Source: an optimization exercise on an open RTL-to-GDS flow (aim: small area, a short achievable clock period and few clock cycles per item). Production flows keep margins and buffers that such runs may drop. Function was checked by simulation only, so behaviour that the tests miss may differ from the original. Power is estimated from default activity; no workload was simulated.

### flow/design.v
module edge_xlate (
    input  wire        clk,
    input  wire        rst,
    input  wire        in_valid,
    output wire        in_ready,
    input  wire [23:0] in_ipu,       
    input  wire [23:0] in_gain,      
    input  wire [15:0] in_offset,    
    input  wire [14:0] in_h,         
    input  wire [14:0] in_delta,     
    output reg         out_valid,
    input  wire        out_ready,
    output reg  [11:0] out_ue,
    output reg  [11:0] out_le,
    output reg         out_sat
);
    reg        run;              
    reg        rdy;              
    reg [3:0]  cnt;              
    reg        tail_u;           
    reg        tail_l;           
    reg        f_hi;             
    reg        f_lo;             
    reg [22:0] rem;              
    reg [3:0]  db;               
    reg [22:0] gn;               
    reg [1:0]  dp;               
    reg        neg;              
    reg [18:0] qr;               
    reg signed [16:0] ofs8;      
    reg [14:0] hd;               
    wire last = (cnt == 4'd8);
    wire load = (run ? last : 1'b1) & ~tail_u & ~tail_l & ~out_valid;
    assign in_ready = rdy;
    wire take = rdy & in_valid;
    wire        s_in  = in_ipu[23];
    wire [23:0] ipu_x = in_ipu ^ {24{s_in}};
    wire [15:0] hdiff = {1'b0, hd} - {1'b0, qr[18:4]};
    wire [14:0] hd_n  = (hdiff[15] || hdiff[14:4] == 11'd0) ? 15'd16 : hdiff[14:0];
    wire [24:0] t    = {rem, db[3:2]};
    wire [25:0] t26  = {1'b0, t};
    wire [25:0] ng   = {3'b111, gn};                      
    wire [25:0] n2g  = {2'b11, gn, 1'b1};                 
    wire [25:0] d1   = t26 + ng + 26'd1;                  
    wire [25:0] d2   = t26 + n2g + 26'd1;                 
    wire [25:0] cs_s = t26 ^ ng ^ n2g;                    
    wire [25:0] cs_c = (t26 & ng) | (t26 & n2g) | (ng & n2g);
    wire [25:0] d3   = cs_s + {cs_c[24:0], 1'b1} + 26'd1;
    wire        ge1  = ~d1[25];
    wire        ge2  = ~d2[25];
    wire        ge3  = ~d3[25];
    wire [1:0]  dig  = {ge2, ge3 | (ge1 & ~ge2)};
    wire [22:0] r_n  = ge3 ? d3[22:0] : ge2 ? d2[22:0] : ge1 ? d1[22:0] : t[22:0];
    wire [19:0] qs  = {{3{neg}}, qr[17:1]};
    wire [19:0] ofx = {{3{ofs8[16]}}, ofs8};
    wire [19:0] hdx = {{5{tail_l}}, hd};
    wire [19:0] cs  = ofx ^ hdx ^ qs;
    wire [19:0] cc  = (ofx & hdx) | (ofx & qs) | (hdx & qs);
    wire [19:0] e   = cs + {cc[18:0], qr[0]} + {19'd0, tail_l};
    wire e_hi = ~e[19] & (e[18:15] != 4'b0000);        
    wire e_lo =  e[19] & (e[18:15] != 4'b1111);        
    wire [11:0] e_sat = e_hi ? 12'h7ff : e_lo ? 12'h800 : e[15:4];
    wire n_hi = f_hi & (e_hi | (e[19:5] == 15'h3ff));    
    wire n_lo = e_lo & f_lo;                              
    always @(posedge clk) begin
        if (load) begin
            rem <= {2'b00, ipu_x[23:3]};
            db  <= {ipu_x[2:0], s_in};
            gn  <= ~in_gain[22:0];
        end else begin
            rem <= r_n;
            db  <= {db[1:0], db[0], db[0]};
        end
        cnt <= load ? 4'd0 : cnt + 4'd1;
        dp  <= dig ^ {2{db[0]}};
        if (rdy) begin
            qr   <= {in_delta, dp, dig ^ {2{db[0]}}};
            neg  <= db[0];
            ofs8 <= {in_offset[15], in_offset} + 17'd8;
            hd   <= in_h;
        end else if (run & ~rdy & (cnt != 4'd0)) begin
            qr <= {qr[16:0], dig ^ {2{neg}}};
            if (cnt == 4'd2)
                hd <= hd_n;
        end
        if (tail_u & ~out_valid) begin
            out_ue  <= e_sat;
            out_sat <= e_hi | e_lo;
            f_hi    <= e_hi;
            f_lo    <= e_lo | (e[19:5] == 15'h7c00);
            hd      <= ~hd;
        end
        if (tail_l) begin
            out_le  <= n_hi ? 12'h7fd : e_sat;
            if (n_lo)
                out_ue <= 12'h802;
            out_sat <= out_sat | e_hi | e_lo;
        end
        if (rst) begin
            run       <= 1'b0;
            rdy       <= 1'b0;
            tail_u    <= 1'b0;
            tail_l    <= 1'b0;
            out_valid <= 1'b0;
        end else begin
            if (load)
                run <= in_valid;
            else if (last | (rdy & ~in_valid))
                run <= 1'b0;
            rdy <= run & (cnt == 4'd0) & ~load;
            if (run & last)
                tail_u <= 1'b1;
            else if (~out_valid)
                tail_u <= 1'b0;
            tail_l <= tail_u & ~out_valid;
            if (tail_l)
                out_valid <= 1'b1;
            else if (out_ready)
                out_valid <= 1'b0;
        end
    end
endmodule
### flow/flow/run.sh
#!/bin/bash
# The standard layout (standard.sh, unchanged synthesis), except that
# the input and output ports are buffered with buf_1 cells instead of the
# delay buffers buffer_ports picks by default. Each tool's output is in the
# ORFS logs under orfs/logs; standard.log holds make's own output.
set -o pipefail
export BUFFER_PORTS_ARGS="-buffer_cell sky130_fd_sc_hd__buf_1"
bash standard.sh > standard.log 2>&1
### flow/standard.sh
#!/bin/bash
# synth_recipe.tcl (not shown) runs the flow's synth.tcl, then flattens the netlist and writes it again
# the make line also repeats each setting of config.mk as NAME=value (left out here)
make -C /OpenROAD-flow-scripts/flow DESIGN_CONFIG=/design/flow/config.mk WORK_HOME=/design/flow/orfs CLKGATE_MAP_FILE= SYNTH_SCRIPT=/design/flow/synth_recipe.tcl "${@:-finish}"
### flow/config.mk
export PLATFORM = sky130hd
export DESIGN_NAME = edge_xlate
export DESIGN_NICKNAME = edge_xlate
export VERILOG_FILES = /design/flow/design.v
export SDC_FILE = /design/flow/constraint.sdc
export NUM_CORES = 4
export LEC_CHECK = 0
export CAP_MARGIN = 20
export CORE_MARGIN = 2
export CORE_UTILIZATION = 40
export SLEW_MARGIN = 20
### flow/constraint.sdc
create_clock -name core_clock -period 16.0 [get_ports {clk}]
set_input_delay 3.2000 -clock core_clock [delete_from_list [all_inputs] [get_ports {clk}]]
set_output_delay 3.2000 -clock core_clock [all_outputs]
set_load 0.01 [all_outputs]
==> results of run 1 <==
## report_power, final
group          switching (mW)  internal, mW
sequential             0.0724         0.448
clock                   0.166         0.266
combinational           0.827         0.605
## worst max-delay path by stage
stage,end,cells after the start,start,slack [ps]
5_1_grt,rem[11],14,gn[1],11230
4_1_cts,rem[11],14,gn[1],11580
3_5_place_dp,ofs8[14],7,in_offset[5],11410
2_1_floorplan,rem[11],5,in_ipu[23],11680
3_3_place_gp,ofs8[14],7,in_offset[5],11440
6_report,rem[11],14,gn[1],11590
## through the flow
stage	std cells	hold slack (ps)	setup WS [ps]	instance area (um2)
after global placement	1756	418	11440	12700
final	1789	451	11590	13400
after global routing	1789	475	11230	13400
after detailed placement	1756	425	11410	12700
after floorplan	1271	401	11680	11900
after CTS	1788	451	11580	13400
## critical path, stage by stage (launching register included)
cell	delay [ps]
edfxtp_1	570
fa_1	490
inv_1	80
ha_1	180
inv_1	60
fa_1	430
a211oi_1	310
o21ai_0	220
nand4_1	200
a21o_1	190
a21oi_1	110
o22a_1	580
nor2_2	510
o21ai_0	160
o31ai_1	230
## cell families (layout without fill, tap and decap cells)
kind of cell,after synthesis,after routing
adder cells (fa/ha/maj),153,153
multiplexers,14,14
flip-flops,140,140
buffers and inverters,129,256
other,0,1
AND/OR/NAND/NOR,322,322
AO/OA/AOI/OAI,397,397
XOR/XNOR,116,116
## layout make-up
type	count	area, um2
Fill cell	2926	16100
Multi-Input combinational cell	1002	7670
Sequential cell	140	3710
Clock buffer	24	536
Timing Repair Buffer	131	523
Tap cell	390	488
Inverter	93	349
Clock inverter	8	100
Antenna cell	1	2.50
## cell usage in the layout (no fill, tap or decap), types with 6 or more instances in the layout
cell type / n
edfxtp_1: 91
mux2i_1: 8
inv_1: 89
and3_1: 11
o21a_1: 10
nor2b_1: 10
o21bai_1: 16
nand4_1: 12
a21o_1: 31
a22oi_1: 7
o221ai_1: 8
a211oi_1: 29
o21ai_1: 7
a21oi_1: 83
nor2_1: 73
nand2b_1: 18
clkbuf_16: 20
nand3_1: 37
buf_4: 8
a221oi_1: 6
nor3_1: 29
xnor2_1: 72
dfxtp_1: 48
o211ai_1: 31
buf_1: 122
and2_1: 6
ha_1: 109
mux2_2: 6
nand2_1: 96
a31oi_1: 18
fa_1: 44
o21ai_0: 80
xor2_1: 44
## metal layers
| metal | routed length [um] | part of all wire | vias to the layer above | GRT usage |
|---|---|---|---|---|
| met1 | 14400 | 0.47 | 4679 | 0.275 |
| met4 | 510 | 0.016 | 0 | 0.0585 |
| met3 | 1300 | 0.042 | 29 | 0.0295 |
| met2 | 14700 | 0.48 | 283 | 0.344 |
| met5 | 0 | 0 | - | 0 |
| li1 | - | - | 4912 | - |
## flip-flops by register name, summed over array words and instances (netlist names), 2 cells and up
signal and count:
rem 23, qr 19, db 4, out_le 12
ofs8 17, out_ue 12, cnt 4, gn 23
hd 15, dp 2
==> impl_metrics.toml, run 1 <==
[run_status]
status = "complete, no violations"

[grt]
gr-total-overflow = 0
grt_usage = 0.205
grt_pass1_vias = 9704
grt_max_degree = 74
antenna_found_initial = 1
grt_first_pass_wirelength_mm = 50.4

[logic_synthesis]
synthXorXnorAreaFrac = 0.0854
ys_types = 88
yosys.area_share.adder = 0.189
synthCells = 1271
yosysTopAreaCellShare = 0.230
syn_nets = 1522
ys_ff_latch = 140
yosys_warnings = 1
ys_seq_area_frac = 0.312
synth-simple-area-share = 0.130
synth_mux_area_frac = 0.0124
synth_top_family_by_area = "compound AO/OA/AOI/OAI gates"
syn_area_um2 = 11900
synth-edff-count = 91
async_flop_share = 0
yosys-top-cells-area = "edfxtp_1 (23%), ha_1 (11%), dfxtp_1 (8.2%)"
synth.most_common_cell = "ha_1"
synth_top_flop_cell = "edfxtp_1"
synth_compound_area_frac = 0.228
synthTopCellsByCount = "ha_1 (109), nand2_1 (96), edfxtp_1 (91)"
syn_avg_cell_area_um2 = 9.36
synth_top_area_cell = "edfxtp_1"

[timing]
drv_slew = 0
relSlewSlack = 0.338
rsz0062_at_grt = "false"
totalNegativeSetupSlack_ps = 0
min_period_ps = 4410
worst_pin_slew_ps = 993
setup_viol = 0
clock_skew_ps = 13.9
max_freq_mhz = 227
period_share = 0.276
hold_viol = 0

[floorplan]
row_count = 63
core-area_um2 = 29500
dieArea_um2 = 31100
initial_core_util = 0.404
dieHeight_um = 176
die_w_um = 176
pin_count = 125

[min_path]
min_path_type = "flop to flop"
min-delay-start = "db[1]"
hold_depth = 2
hold_end = "db[3]"

[worst_setup_path]
cp.required_ps = 16350
critical_path_class = "flop to flop"
r2r-end = "rem[11]"
cp-start-kind = "flop"
crit_fanout = 18
reg2reg_from = "gn[1]"
reg2regPathDepth = 14
cp-end-kind = "flop"
arrival_ps = 4760
reg2reg_slack_ps = 11590

[clock_network]
cts.repair.resized = 0
worstSkewPairLatency_ps = 440
cts_setup_buffers = 0
htree_levels = 4
clkTransAtPathRegs_ps = 70
cts_buffers = 17
cts_max_path_buffers = 2
tritoncts = "built"
root_buffer = "clkbuf_16"
cts_hold_buffers = 0
cts.sinks = 140

[drt]
drt_wl_total_mm = 30.9
via_count = 9903
routed_via_density = 5.54
wl_per_cell_um = 17.3
antenna_left = 0
drt_iter0_drc = 654
drtPass1Iterations = 6
drcViolationCount = 0

[placed_design]
port_buffers = 123
dp_hpwl_mm = 23.6
gp_congestion = 0.895

[power_and_ir_drop]
vdd_drop_max_mv = 0.0813
total_power_mw = 2.38
power.density_nw_per_um2 = 178
power_leakage_nw = 5.28

[finish]
final_nets = 1636
fin_util = 0.454
drive_above_1_share = 0.0536
syn_to_final_growth_pct = 12.5

[job]
maxCapViolations = 0
Testbench counts, summed over its fixed seeds: cycles 43,232, items 4,800.
==> inputs of run 2 (changes only) <==
==> flow/run.sh (new file) <==
#!/bin/bash
# synth_recipe.tcl (not shown) runs the flow's synth.tcl, then flattens the netlist and writes it again
# the make line also repeats each setting of config.mk as NAME=value (left out here)
make -C /OpenROAD-flow-scripts/flow DESIGN_CONFIG=/design/flow/config.mk WORK_HOME=/design/flow/orfs CLKGATE_MAP_FILE= SYNTH_SCRIPT=/design/flow/synth_recipe.tcl finish
removed: flow/flow/run.sh
removed: flow/standard.sh
==> run 2 against run 1 <==
Synthesized cell count did not move. First-iteration DRC count fell by 14%. Still clean. Combinational power barely moved. Clock skew fell by 2.0 ps. Largest cell class unchanged.
==> impl_metrics.toml, run 2 <==
[run_status]
status = "complete, no violations"

[finish]
fin_area_um2 = 14100
fin_util = 0.478
top_regs = "gn x23, rem x23, qr x19"
multiInputGateArea_um2 = 7670
seqCellArea_um2 = 3710
drive_above_1_share = 0.0529
fill_cells = 2859
syn_to_final_growth_pct = 18.4
diodes = 0
final_cells = 1789
final_nets = 1637
final_common_cell = "clkdlybuf4s50_1"
final_cell_mix = "clkdlybuf4s50_1 (123), ha_1 (109), nand2_1 (96)"

[job]
maxCapViolations = 0

[timing]
min_period_ps = 4700
hold_viol = 0
relSlewSlack = 0.355
period_share = 0.294
totalNegativeSetupSlack_ps = 0
clock_skew_ps = 11.9
worst_pin_slew_ps = 967
setup_viol = 0
max_freq_mhz = 213
rsz0062_at_grt = "false"
whs_ps = 446
drv_slew = 0
setup_ws_ps = 11300

[worst_setup_path]
path_delay_family = "buffers and inverters"
critical_path_class = "flop to output port"
cp-start-kind = "flop"
cp.required_ps = 12800
max_stage_delay_ps = 590
cp-end-kind = "output port"
crit_slowest_cell = "clkdlybuf4s50_1"
crit_chain = "clkdlybuf4s50_1"
path_buf_inv = 1
crit_fanout = 9
reg2reg_from = "gn[1]"
arrival_ps = 1500
startpoint = "rdy"

[logic_synthesis]
ys_types = 88
synth_top_flop_cell = "edfxtp_1"
synth-edff-count = 91
synthCells = 1271
synth_top_area_cell = "edfxtp_1"
syn_area_um2 = 11900
yosys_warnings = 1
ys_ff_latch = 140
syn_avg_cell_area_um2 = 9.36
yosys-top-cells-area = "edfxtp_1 (23%), ha_1 (11%), dfxtp_1 (8.2%)"
async_flop_share = 0
syn_nets = 1522
ys_seq_area_frac = 0.312
yosysTopAreaCellShare = 0.230
synthTopCellsByCount = "ha_1 (109), nand2_1 (96), edfxtp_1 (91)"
synth.most_common_cell = "ha_1"

[floorplan]
core-area_um2 = 29500
initial_core_util = 0.404
die_w_um = 176
dieHeight_um = 176
dieArea_um2 = 31100
pin_count = 125
row_count = 63

[power_and_ir_drop]
vdd_drop_max_mv = 0.0782
internal_power_mw = 1.29
pwr-share-clk = 0.165
p_switching_mw = 1.07
power_frac_seq = 0.221
p_comb_frac = 0.614
sw_frac_of_total = 0.454
total_power_mw = 2.35
power.density_nw_per_um2 = 167
power_leakage_nw = 5.58

[clock_network]
cts_hold_buffers = 0
tritoncts = "built"
worstSkewPairLatency_ps = 430
htree_levels = 4
clkTransAtPathRegs_ps = 70
cts_max_path_buffers = 2
root_buffer = "clkbuf_16"
cts.sinks = 140
cts.repair.resized = 0
cts_setup_buffers = 0
cts_buffers = 17

[drt]
drt_iter0_drc = 560
wl_per_cell_um = 17.3
drcViolationCount = 0
drt_wl_total_mm = 31.0
drtPass1Iterations = 6
via_count = 9809
routed_via_density = 5.48
antenna_left = 0

[grt]
grt.busiest_layer = "met2"
grt_pass1_vias = 9724
antenna_found_initial = 0
grt_first_pass_wirelength_mm = 50.1
gr-total-overflow = 0
use_met1 = 0.272
grt_usage = 0.204
grtUsageMet2 = 0.346
grt_use_met3 = 0.0314
grt_max_degree = 67

[placed_design]
place_area_um2 = 13500
port_buffers = 123
gp_congestion = 0.855
dpl.cell_count = 1757
dpl_worst_slack_ps = 11070
dp_hpwl_mm = 23.9

[min_path]
min-delay-start = "db[1]"
min_path_type = "flop to flop"
==> run 2: final cells by class <==
type / instances / share of cell area
clock buffers: 20 / 0.0325
clock inverters: 12 / 0.00737
inverters: 93 / 0.0249
multi-input cells: 1002 / 0.545
flip-flops and latches: 140 / 0.264
well taps: 390 / 0.0346
repair buffers: 132 / 0.0922
==> run 2: cell families (layout without fill, tap and decap cells) <==
logic type	Yosys count	count (layout)	share of synthesized area
compound gates	397	397	0.228
fa+ha+maj	153	153	0.189
flops	140	140	0.312
xor+xnor	116	116	0.0854
mux	14	14	0.0124
buf+inv	129	257	0.0430
simple gates	322	322	0.130
==> run 2: per-layer routing <==
| layer | vias up | share of wire |
|---|---|---|
| met1 | 4618 | 0.47 |
| met4 | 0 | 0.018 |
| li1 | 4921 | - |
| met2 | 239 | 0.47 |
| met3 | 31 | 0.044 |
| met5 | - | 0 |
==> run 2: power by group through the flow <==
| stage | logic, mW | clock network, mW | registers [mW] |
|---|---|---|---|
| after detailed placement | 1.43 | 0 | 0.528 |
| after global routing | 1.62 | 0.412 | 0.530 |
| after global placement | 1.42 | 0 | 0.528 |
| after CTS | 1.44 | 0.398 | 0.520 |
| final | 1.45 | 0.389 | 0.519 |
| after floorplan | 1.14 | 0 | 0.504 |
==> run 2: tightest hold or removal path: stages (launching register included) <==
cell and delay [ps]:
dfxtp_1 310, nand2_1 40, o21ai_0 60
==> run 2: final timing paths <==
kind	endpoint	slack, ps	cells after the start
max	in_ready	11300	1
min	db[3]	450	2
max reg2reg	rem[11]	11460	14
min reg2reg	db[3]	450	2
==> inputs of run 3 (changes only) <==
--- a/flow/design.v
+++ b/flow/design.v
@@ -27,6 +27,7 @@
     reg [1:0]  dp;               
     reg        neg;              
     reg [18:0] qr;               
+    reg        hb;               
     reg signed [16:0] ofs8;      
     reg [14:0] hd;               
     wire last = (cnt == 4'd8);
@@ -35,8 +36,20 @@
     wire take = rdy & in_valid;
     wire        s_in  = in_ipu[23];
     wire [23:0] ipu_x = in_ipu ^ {24{s_in}};
-    wire [15:0] hdiff = {1'b0, hd} - {1'b0, qr[18:4]};
-    wire [14:0] hd_n  = (hdiff[15] || hdiff[14:4] == 11'd0) ? 15'd16 : hdiff[14:0];
+    wire       c2   = (cnt == 4'd2);
+    wire       c3   = (cnt == 4'd3);
+    wire [4:0] h_a  = c2 ? hd[4:0] : c3 ? hd[9:5] : hd[14:10];
+    wire [4:0] h_b  = ~(c2 ? qr[18:14] : c3 ? qr[15:11] : qr[12:8]);
+    reg  [5:0] h_c;
+    reg  [4:0] h_s;
+    integer k;
+    always @* begin
+        h_c[0] = c2 | hb;
+        for (k = 0; k < 5; k = k + 1) begin
+            h_s[k]   = h_a[k] ^ h_b[k] ^ h_c[k];
+            h_c[k+1] = (h_a[k] & h_b[k]) | (h_a[k] & h_c[k]) | (h_b[k] & h_c[k]);
+        end
+    end
     wire [24:0] t    = {rem, db[3:2]};
     wire [25:0] t26  = {1'b0, t};
     wire [25:0] ng   = {3'b111, gn};                      
@@ -74,14 +87,26 @@
         cnt <= load ? 4'd0 : cnt + 4'd1;
         dp  <= dig ^ {2{db[0]}};
         if (rdy) begin
-            qr   <= {in_delta, dp, dig ^ {2{db[0]}}};
+            qr   <= {in_delta[4:0], in_delta[9:5], in_delta[14:10], dp, dig ^ {2{db[0]}}};
             neg  <= db[0];
             ofs8 <= {in_offset[15], in_offset} + 17'd8;
             hd   <= in_h;
         end else if (run & ~rdy & (cnt != 4'd0)) begin
             qr <= {qr[16:0], dig ^ {2{neg}}};
-            if (cnt == 4'd2)
-                hd <= hd_n;
+            if (c2) begin
+                hd[4:0] <= h_s;
+                hb      <= h_c[5];
+            end
+            if (c3) begin
+                hd[9:5] <= h_s;
+                hb      <= h_c[5];
+            end
+            if (cnt == 4'd4) begin
+                hd[14:10] <= h_s;
+                hb        <= h_c[5];
+            end
+            if (cnt == 4'd5 && (~hb || hd[14:4] == 11'd0))
+                hd <= 15'd16;
         end
         if (tail_u & ~out_valid) begin
             out_ue  <= e_sat;
==> flow/flow/run.sh (new file) <==
#!/bin/bash
# The standard layout (standard.sh, unchanged synthesis), except that
# the input and output ports are buffered with buf_1 cells instead of the
# delay buffers buffer_ports picks by default. Each tool's output is in the
# ORFS logs under orfs/logs; standard.log holds make's own output.
set -o pipefail
export BUFFER_PORTS_ARGS="-buffer_cell sky130_fd_sc_hd__buf_1"
bash standard.sh > standard.log 2>&1
==> flow/standard.sh (new file) <==
#!/bin/bash
# synth_recipe.tcl (not shown) runs the flow's synth.tcl, then flattens the netlist and writes it again
# the make line also repeats each setting of config.mk as NAME=value (left out here)
make -C /OpenROAD-flow-scripts/flow DESIGN_CONFIG=/design/flow/config.mk WORK_HOME=/design/flow/orfs CLKGATE_MAP_FILE= SYNTH_SCRIPT=/design/flow/synth_recipe.tcl "${@:-finish}"
removed: flow/run.sh
==> run 3 against run 2 <==
Still clean. Clock skew increased by 2.1 ps. Power is 4.0% lower. Utilization is 1.9 points lower. Hold slack worse by 7.1 ps. Setup slack worse by 220 ps. Sequential share of layout area grew 3.0 points. Clock power is 4% higher. Area after synthesis is 4.6% lower. Global-route usage grew 0.14 points.
==> impl_metrics.toml, run 3 <==
[logic_synthesis]
yosysTopAreaCellShare = 0.243
syn_avg_cell_area_um2 = 9.61
async_flop_share = 0
ys_types = 71
synth-edff-count = 92
synthCells = 1182
ys_ff_latch = 141
yosys-top-cells-area = "edfxtp_1 (24%), ha_1 (10%), dfxtp_1 (8.6%)"
synthTopCellsByCount = "ha_1 (95), nor2_1 (93), edfxtp_1 (92)"
ys_seq_area_frac = 0.330
synth_top_flop_cell = "edfxtp_1"
syn_nets = 1423
yosys_warnings = 1
syn_area_um2 = 11400
synth.most_common_cell = "ha_1"
synth_top_area_cell = "edfxtp_1"

[power_and_ir_drop]
vdd_drop_max_mv = 0.106
power_frac_seq = 0.231
pwr-share-clk = 0.180
power_leakage_nw = 5.11
p_comb_frac = 0.589
internal_power_mw = 1.25
p_switching_mw = 1.02
sw_frac_of_total = 0.449
power.density_nw_per_um2 = 177

[floorplan]
dieArea_um2 = 29700
core-area_um2 = 27900
die_w_um = 172
row_count = 61
pin_count = 125
dieHeight_um = 172
initial_core_util = 0.408

[worst_setup_path]
cp-end-kind = "flop"
path_buf_inv = 3
arrival_ps = 5220
crit_fanout = 16
max_stage_delay_ps = 590
path_delay_family = "compound AO/OA/AOI/OAI gates"
cp-start-kind = "flop"
cp.required_ps = 16300
critical_path_class = "flop to flop"
crit_chain = "fa_1 > inv_1 > ha_1 > inv_1 > fa_1 > a211oi_1 > o21ai_1 > a41o_1 > a31o_2 > a21oi_1 > o21a_1 > buf_4 > nand3_1 > o221ai_1 > a21oi_1"
crit_slowest_cell = "nand3_1"

[clock_network]
cts.sinks = 141
cts_setup_buffers = 0
cts_max_path_buffers = 2
worstSkewPairLatency_ps = 440
clkTransAtPathRegs_ps = 70
cts.repair.resized = 0
cts_hold_buffers = 0
tritoncts = "built"
cts_buffers = 17
htree_levels = 4
root_buffer = "clkbuf_16"

[grt]
grt_use_met3 = 0.0330
use_met1 = 0.279
grt_first_pass_wirelength_mm = 46.8
antenna_found_initial = 0
gr-total-overflow = 0
grt_usage = 0.205
grt_max_degree = 56
grt.busiest_layer = "met2"
grtUsageMet2 = 0.336
grt_pass1_vias = 8862

[finish]
final_common_cell = "buf_1"
syn_to_final_growth_pct = 12.5
multiInputGateArea_um2 = 7180
final_cells = 1684
fill_cells = 2748
top_regs = "gn x23, rem x23, qr x19"
seqCellArea_um2 = 3740
diodes = 0
final_cell_mix = "buf_1 (122), ha_1 (95), nor2_1 (93)"
final_nets = 1534
drive_above_1_share = 0.0567

[timing]
drv_slew = 0
clock_skew_ps = 14.0
min_period_ps = 4920
totalNegativeSetupSlack_ps = 0
rsz0062_at_grt = "false"
period_share = 0.308
setup_viol = 0
max_freq_mhz = 203
worst_pin_slew_ps = 1010
hold_viol = 0
relSlewSlack = 0.323

[placed_design]
dpl.cell_count = 1652
gp_congestion = 0.914
dp_hpwl_mm = 23.3
port_buffers = 123

[drt]
antenna_left = 0
wl_per_cell_um = 17.9
drcViolationCount = 0
drt_iter0_drc = 672
drtPass1Iterations = 6
via_count = 9340
drt_wl_total_mm = 30.2
routed_via_density = 5.55

[run_status]
status = "complete, no violations"

[job]
maxCapViolations = 0

[min_path]
min_path_type = "flop to flop"
-- run 3: power groups by stage --
stage	Sequential (mW)	Combinational, mW	Clock [mW]
finish	0.522	1.33	0.406
global route	0.532	1.48	0.427
CTS	0.523	1.32	0.413
detailed placement	0.530	1.31	0
global placement	0.530	1.30	0
floorplan	0.508	1.03	0
-- run 3: cells by family (layout without fill, tap and decap cells) --
| group | count (synthesis) | in the layout | share of synthesized area |
|---|---|---|---|
| simple gates | 310 | 310 | 0.132 |
| fa+ha+maj | 143 | 143 | 0.189 |
| compound gates | 340 | 340 | 0.198 |
| buf+inv | 110 | 234 | 0.0382 |
| flops | 141 | 141 | 0.330 |
| xor+xnor | 100 | 100 | 0.0771 |
| mux | 38 | 38 | 0.0355 |
-- run 3: final cells by class --
type                       instances  share of cell area
timing repair buffer             130              0.0404
clock inverter                    13             0.00999
multi-input combinational        931               0.562
clock buffer                      19              0.0363
sequential                       141               0.293
tap                              378              0.0370
inverter                          72              0.0212
-- run 3: worst min-delay path: stages, from the launching register on --
cell and delay [ps]:
dfxtp_1 310, nand2_1 40, o21ai_0 60
-- run 3: final timing paths --
check	start	end	slack, ps	cells after the start
setup / recovery	gn[1]	rem[18]	11080	15
hold / removal	db[1]	db[3]	440	2
setup reg to reg	gn[1]	rem[18]	11080	15
hold reg to reg	db[1]	db[3]	440	2
-- run 3: through the flow --
stage / setup slack [ps] / util / instance area [um2] / total power [mW] / hold WS (ps)
finish: 11080 / 0.458 / 12800 / 2.26 / 439
global placement: 11180 / 0.437 / 12200 / 1.83 / 411
CTS: 11080 / 0.458 / 12800 / 2.26 / 441
floorplan: 11570 / - / 11400 / 1.54 / 401
global route: 10930 / 0.458 / 12800 / 2.44 / 451
detailed placement: 11130 / 0.437 / 12200 / 1.84 / 423
-- run 3: metal layers --
layer / vias to the layer above / wire [um]
met3: 38 / 1400
met5: - / 0
met2: 251 / 14100
met1: 4477 / 14100
li1: 4574 / -
met4: 0 / 552
Testbench counts of run 3, summed over its fixed seeds: cycles 43,232, items 4,800.
==> inputs of run 4 (changes only) <==
==> flow/flow/run.sh (replaced) <==
#!/bin/bash
# The standard layout (standard.sh, unchanged synthesis and SDC), with
# two optimisation settings changed:
#  - the input and output ports are buffered with buf_1 cells instead of the
#    delay buffers buffer_ports picks by default;
#  - repair_timing aims for a setup slack of 11.6 ns on the 16 ns clock, so
#    that it sizes the gates of the longest paths.
# Each tool's output is in the ORFS logs under orfs/logs; standard.log holds
# make's own output.
set -o pipefail
export BUFFER_PORTS_ARGS="-buffer_cell sky130_fd_sc_hd__buf_1"
export SETUP_SLACK_MARGIN=11.6
bash standard.sh > standard.log 2>&1
==> run 4 against run 3 <==
Cell count up 0.18%. Setup slack better by 650 ps. Fmax up 15%. First-iteration DRC count up 20%. Power up 1.0%. Clock power up 1%. Largest power group unchanged. Non-clock buffer count up 3. Cell area up 0.69%.
==> impl_metrics.toml, run 4 <==
[worst_setup_path]
reg2reg_from = "gn[1]"
max_stage_delay_ps = 440
startpoint = "out_valid"
cp-end-kind = "output port"
crit_chain = "buf_1"
cp.depth = 1
arrival_ps = 1070
crit_fanout = 5
reg2regPathDepth = 13
critical_path_class = "flop to output port"
cp.required_ps = 12800
path_buf_inv = 1
crit_slowest_cell = "dfxtp_1"
cp-start-kind = "flop"
path_delay_family = "flip-flops"

[clock_network]
clkTransAtPathRegs_ps = 70
root_buffer = "clkbuf_16"
cts_buffers = 17
cts.sinks = 141
worstSkewPairLatency_ps = 450
htree_levels = 4
tritoncts = "built"
cts_max_path_buffers = 2

[finish]
final_cell_mix = "buf_1 (122), ha_1 (95), nor2_1 (93)"
drive_above_1_share = 0.0695
fin_util = 0.462
final_nets = 1537
top_regs = "gn x23, rem x23, qr x19"
final_common_cell = "buf_1"
diodes = 0
syn_to_final_growth_pct = 13.3

[logic_synthesis]
yosysTopAreaCellShare = 0.243
synthCells = 1182
async_flop_share = 0
synth.most_common_cell = "ha_1"
synth-edff-count = 92
synth_top_area_cell = "edfxtp_1"
yosys_warnings = 1
syn_area_um2 = 11400
ys_seq_area_frac = 0.330
synthTopCellsByCount = "ha_1 (95), nor2_1 (93), edfxtp_1 (92)"
syn_avg_cell_area_um2 = 9.61
syn_nets = 1423
ys_ff_latch = 141
synth_top_flop_cell = "edfxtp_1"
ys_types = 71
yosys-top-cells-area = "edfxtp_1 (24%), ha_1 (10%), dfxtp_1 (8.6%)"

[floorplan]
dieHeight_um = 172
initial_core_util = 0.408
row_count = 61
die_w_um = 172
pin_count = 125
core-area_um2 = 27900
dieArea_um2 = 29700

[grt]
antenna_found_initial = 1
grt_max_degree = 56
grt_first_pass_wirelength_mm = 46.8
grt_usage = 0.206
grt_pass1_vias = 8774
gr-total-overflow = 0

[placed_design]
dp_hpwl_mm = 23.1
port_buffers = 123
gp_congestion = 0.918

[timing]
setup_viol = 0
clock_skew_ps = 8.23
hold_viol = 0
drv_slew = 0
totalNegativeSetupSlack_ps = 0
max_freq_mhz = 234
worst_pin_slew_ps = 1020
min_period_ps = 4270
relSlewSlack = 0.321
period_share = 0.267
rsz0062_at_grt = "true"

[drt]
drt_wl_total_mm = 30.1
via_count = 9331
drtPass1Iterations = 5
antenna_left = 0
drt_iter0_drc = 805
wl_per_cell_um = 17.8
routed_via_density = 5.53
drcViolationCount = 0

[min_path]
min-delay-start = "db[1]"
hold_depth = 2
min_path_type = "flop to flop"

[job]
maxCapViolations = 0

[power_and_ir_drop]
vdd_drop_max_mv = 0.111
total_power_mw = 2.28
power.density_nw_per_um2 = 178
power_leakage_nw = 5.12

[run_status]
status = "complete, no violations"
run 4: cell counts after synthesis:
No cell type changed its count.
run 4: kinds of logic (layout without fill, tap and decap cells):
group,after synthesis,in the layout,share of synthesized area
AOI/OAI and AO/OA,340,340,0.198
muxes,38,38,0.0355
xor gates and xnor gates,100,100,0.0771
and+or+nand+nor,310,310,0.132
adders and majority gates,143,143,0.189
DFF,141,141,0.330
buffers and inverters,110,237,0.0382
run 4: final cells by class:
| cell class | count | area [um2] |
|---|---|---|
| multi-input cells | 931 | 7240 |
| flip-flops and latches | 141 | 3750 |
| inverters | 72 | 270 |
| well taps | 378 | 473 |
| clock buffers | 17 | 425 |
| clock inverters | 15 | 166 |
| fillers | 2691 | 15000 |
| repair buffers | 133 | 538 |
run 4: timing repair:
| action | 4_1_cts | 5_1_grt |
|---|---|---|
| resized for setup | 8 | 10 |
| hold buffers | 0 | 0 |
| endpoints found under the setup margin | 31 | 34 |
| buffers inserted | 2 | 0 |
| pin swaps | 0 | 2 |
| endpoints found under the hold margin | 0 | 0 |
run 4: per-stage QoR:
stage / setup slack, ps / cell area (um2) / cells / hold WS (ps)
finish: 11730 / 12900 / 1687 / 434
global route: 11570 / 12900 / 1687 / 484
CTS: 11630 / 12800 / 1687 / 433
detailed placement: 11060 / 12200 / 1653 / 415
global placement: 11130 / 12200 / 1653 / 413
floorplan: 11690 / 11400 / 1182 / 401
run 4: power by group:
| part | switching [mW] | internal (mW) | total, mW |
|---|---|---|---|
| clock network | 0.188 | 0.222 | 0.410 |
| registers | 0.0719 | 0.452 | 0.524 |
| logic | 0.780 | 0.570 | 1.35 |
run 4: worst paths after layout:
kind                            slack (ps)        end
worst max register to register       11800     rem[6]
worst max-delay path                 11730  out_valid
worst min register to register         430      db[3]
worst min-delay path                   430      db[3]
run 4: layer usage:
layer / part of all wire / wire, um / vias to the layer above / track usage
met1: 0.47 / 14100 / 4470 / 0.288
li1: - / - / 4572 / -
met5: 0.00043 / 13 / - / 0
met3: 0.055 / 1660 / 37 / 0.0357
met2: 0.46 / 14000 / 250 / 0.330
met4: 0.012 / 372 / 2 / 0.0490
==> inputs of run 5 (changes only) <==
--- a/flow/config.mk
+++ b/flow/config.mk
@@ -8,4 +8,6 @@
 export CAP_MARGIN = 20
 export CORE_MARGIN = 2
 export CORE_UTILIZATION = 40
+export CTS_BUF_LIST = sky130_fd_sc_hd__clkbuf_8
+export CTS_CLUSTER_SIZE = 30
 export SLEW_MARGIN = 20
==> run 5 against run 4 <==
Setup slack worse by 35 ps. Clock power is 26% lower. Sequential power hardly changed. Routed wire length is 0.48% lower. Area after synthesis stayed put. Fmax is 0.82% lower. Die area stayed put. Power is 4.6% lower. Cell count stayed put.
==> impl_metrics.toml, run 5 <==
[floorplan]
dieArea_um2 = 29700
dieHeight_um = 172
initial_core_util = 0.408
core-area_um2 = 27900
row_count = 61
pin_count = 125
die_w_um = 172

[logic_synthesis]
async_flop_share = 0
synth.most_common_cell = "ha_1"
synth-edff-count = 92
yosys-top-cells-area = "edfxtp_1 (24%), ha_1 (10%), dfxtp_1 (8.6%)"
syn_nets = 1423
synthCells = 1182
ys_seq_area_frac = 0.330
yosysTopAreaCellShare = 0.243
ys_types = 71
synth_top_flop_cell = "edfxtp_1"
synth_top_area_cell = "edfxtp_1"
syn_area_um2 = 11400
yosys_warnings = 1
ys_ff_latch = 141
syn_avg_cell_area_um2 = 9.61
synthTopCellsByCount = "ha_1 (95), nor2_1 (93), edfxtp_1 (92)"

[grt]
grt_max_degree = 56
gr-total-overflow = 0
grt_first_pass_wirelength_mm = 46.6
grt_pass1_vias = 8766
grt_usage = 0.204
antenna_found_initial = 1

[finish]
final_cell_mix = "buf_1 (122), ha_1 (95), nor2_1 (93)"
fill_cells = 2728
final_nets = 1537
diodes = 0
top_regs = "gn x23, rem x23, qr x19"
final_common_cell = "buf_1"
drive_above_1_share = 0.0703
syn_to_final_growth_pct = 11.6

[worst_setup_path]
crit_slowest_cell = "dfxtp_1"
cp-end-kind = "output port"
crit_fanout = 5
arrival_ps = 1110
critical_path_class = "flop to output port"
crit_chain = "buf_1"
reg2reg_from = "gn[1]"
r2r-end = "rem[15]"
reg2regPathDepth = 13
path_delay_family = "flip-flops"
reg2reg_slack_ps = 11740
cp.required_ps = 12800
path_buf_inv = 1
cp-start-kind = "flop"
max_stage_delay_ps = 460

[power_and_ir_drop]
pwr-share-clk = 0.139
sw_frac_of_total = 0.471
p_switching_mw = 1.03
power.density_nw_per_um2 = 172
vdd_drop_max_mv = 0.113
p_comb_frac = 0.621
internal_power_mw = 1.15
power_frac_seq = 0.240
power_leakage_nw = 5.04

[min_path]
min-delay-start = "db[1]"
min_path_type = "flop to flop"
hold_end = "db[3]"
hold_depth = 2

[drt]
maxUsedRoutingLayer = "met5"
wl_met3_mm = 1.38
antenna_left = 0
drt_wl_total_mm = 29.9
drt_iter0_drc = 786
via_count = 9294
drtPass1Iterations = 5
drcViolationCount = 0
wl_met1_mm = 14.2
routed_via_density = 5.51
wl_per_cell_um = 17.7
met2WireLength_mm = 14.0

[placed_design]
port_buffers = 123
gp_congestion = 0.918
dpl_worst_slack_ps = 11060
dp_hpwl_mm = 23.1

[timing]
max_freq_mhz = 232
rsz0062_at_grt = "true"
drv_slew = 0
totalNegativeSetupSlack_ps = 0
worst_pin_slew_ps = 1030
period_share = 0.269
setup_viol = 0
setup_ws_ps = 11690
hold_viol = 0
clock_skew_ps = 13.5
relSlewSlack = 0.313
min_period_ps = 4310

[clock_network]
tritoncts = "built"
root_buffer = "clkbuf_8"
htree_levels = 4
cts_buffers = 17
clkTransAtPathRegs_ps = 100
cts_max_path_buffers = 2
worstSkewPairLatency_ps = 480
cts_hold_buffers = 0
cts.sinks = 141

[job]
maxCapViolations = 0

[run_status]
status = "complete, no violations"
==> run 5: cell types whose count changed in the layout (fill, tap and decap cells not counted) <==
cell	change
clkbuf_8	+17
clkbuf_16	-17
a211oi_2	+1
a211oi_1	-1
==> run 5: per-layer routing <==
layer,up-vias,global-route usage
li1,4576,-
met1,4460,0.289
met2,227,0.330
met3,29,0.0268
met4,2,0.0490
met5,-,0
==> run 5: worst min-delay path: cells and delay by family, from the launching register on <==
family,cells,cell delay (ps)
and+or+nand+nor,1,40
AOI/OAI and AO/OA,1,50
DFF,1,320
==> run 5: cell type report <==
class / count / area (um2) / area share
multi-input combinational: 931 / 7240 / 0.572
sequential: 141 / 3750 / 0.296
timing repair buffer: 133 / 538 / 0.0425
tap: 378 / 473 / 0.0373
inverter: 72 / 270 / 0.0213
clock buffer: 17 / 234 / 0.0185
clock inverter: 15 / 166 / 0.0131
==> run 5: cells by family (layout without fill, tap and decap cells) <==
| logic type | count (synthesis) | after routing | share of synthesized area |
|---|---|---|---|
| buffers and inverters | 110 | 237 | 0.0382 |
| muxes | 38 | 38 | 0.0355 |
| AOI/OAI and AO/OA | 340 | 340 | 0.198 |
| DFF | 141 | 141 | 0.330 |
| adders and majority gates | 143 | 143 | 0.189 |
| xor gates and xnor gates | 100 | 100 | 0.0771 |
| and+or+nand+nor | 310 | 310 | 0.132 |
==> run 5: power by group through the flow <==
stage	registers (mW)	logic [mW]	clock network (mW)
floorplan	0.508	1.03	0
global placement	0.532	1.29	0
detailed placement	0.531	1.31	0
CTS	0.522	1.33	0.312
global route	0.533	1.50	0.322
finish	0.523	1.35	0.303
==> run 5: worst max path at each step <==
stage / startpoint / endpoint / cells past startpoint
after floorplan: in_ipu[23] / rem[17] / 4
after global placement: gn[1] / rem[12] / 15
after detailed placement: gn[1] / rem[12] / 15
after CTS: qr[8] / out_le[0] / 11
after global routing: qr[2] / out_le[0] / 11
final: out_valid / out_valid / 1
==> run 5: per-stage QoR <==
step	hold slack [ps]	power (mW)	util	instances	instance area [um2]
6_report	440	2.18	0.455	1687	12700
5_1_grt	492	2.36	0.455	1687	12700
4_1_cts	440	2.16	0.454	1687	12600
3_5_place_dp	415	1.84	0.437	1653	12200
3_3_place_gp	413	1.83	0.437	1653	12200
2_1_floorplan	401	1.54	-	1182	11400
==> run 5: timing repair <==
item	CTS	global route
cloned	0	0
pin swaps	0	1
buffers inserted	2	0
setup endpoints to repair	32	34
gates resized for setup	8	11

static timing again, ports no longer ideal:
Ports are ideal in the flow. The routed layouts listed here were re-timed in OpenROAD.
Step 1 assumes that a clkbuf_16 drives the clock port and a buf_2 every other input.
Step 2, shift: input delay + t, output delay - t, t = (earliest + latest rising clock arrival at the registers) / 2. This alone moves slack from input paths to output paths.
a / b / c = ideal ports / drivers / drivers and shift; a / b = the first two.
run	shift t [ns]	setup WS [ns]	worst register clock-pin slew, ns
run 1	0.481	11.589 / 11.589 / 11.394	0.07 / 0.07
run 2	0.474	11.296 / 11.247 / 11.051	0.07 / 0.07
run 3	0.485	11.078 / 11.078 / 11.078	0.07 / 0.07
run 4	0.493	11.730 / 11.680 / 11.380	0.07 / 0.07
run 5	0.512	11.694 / 11.652 / 11.386	0.10 / 0.10
After both steps setup and hold are still met in every run listed. The setup slack of run 4, which loses most, moves by -0.050 ns with the drivers and by -0.350 ns with both steps.
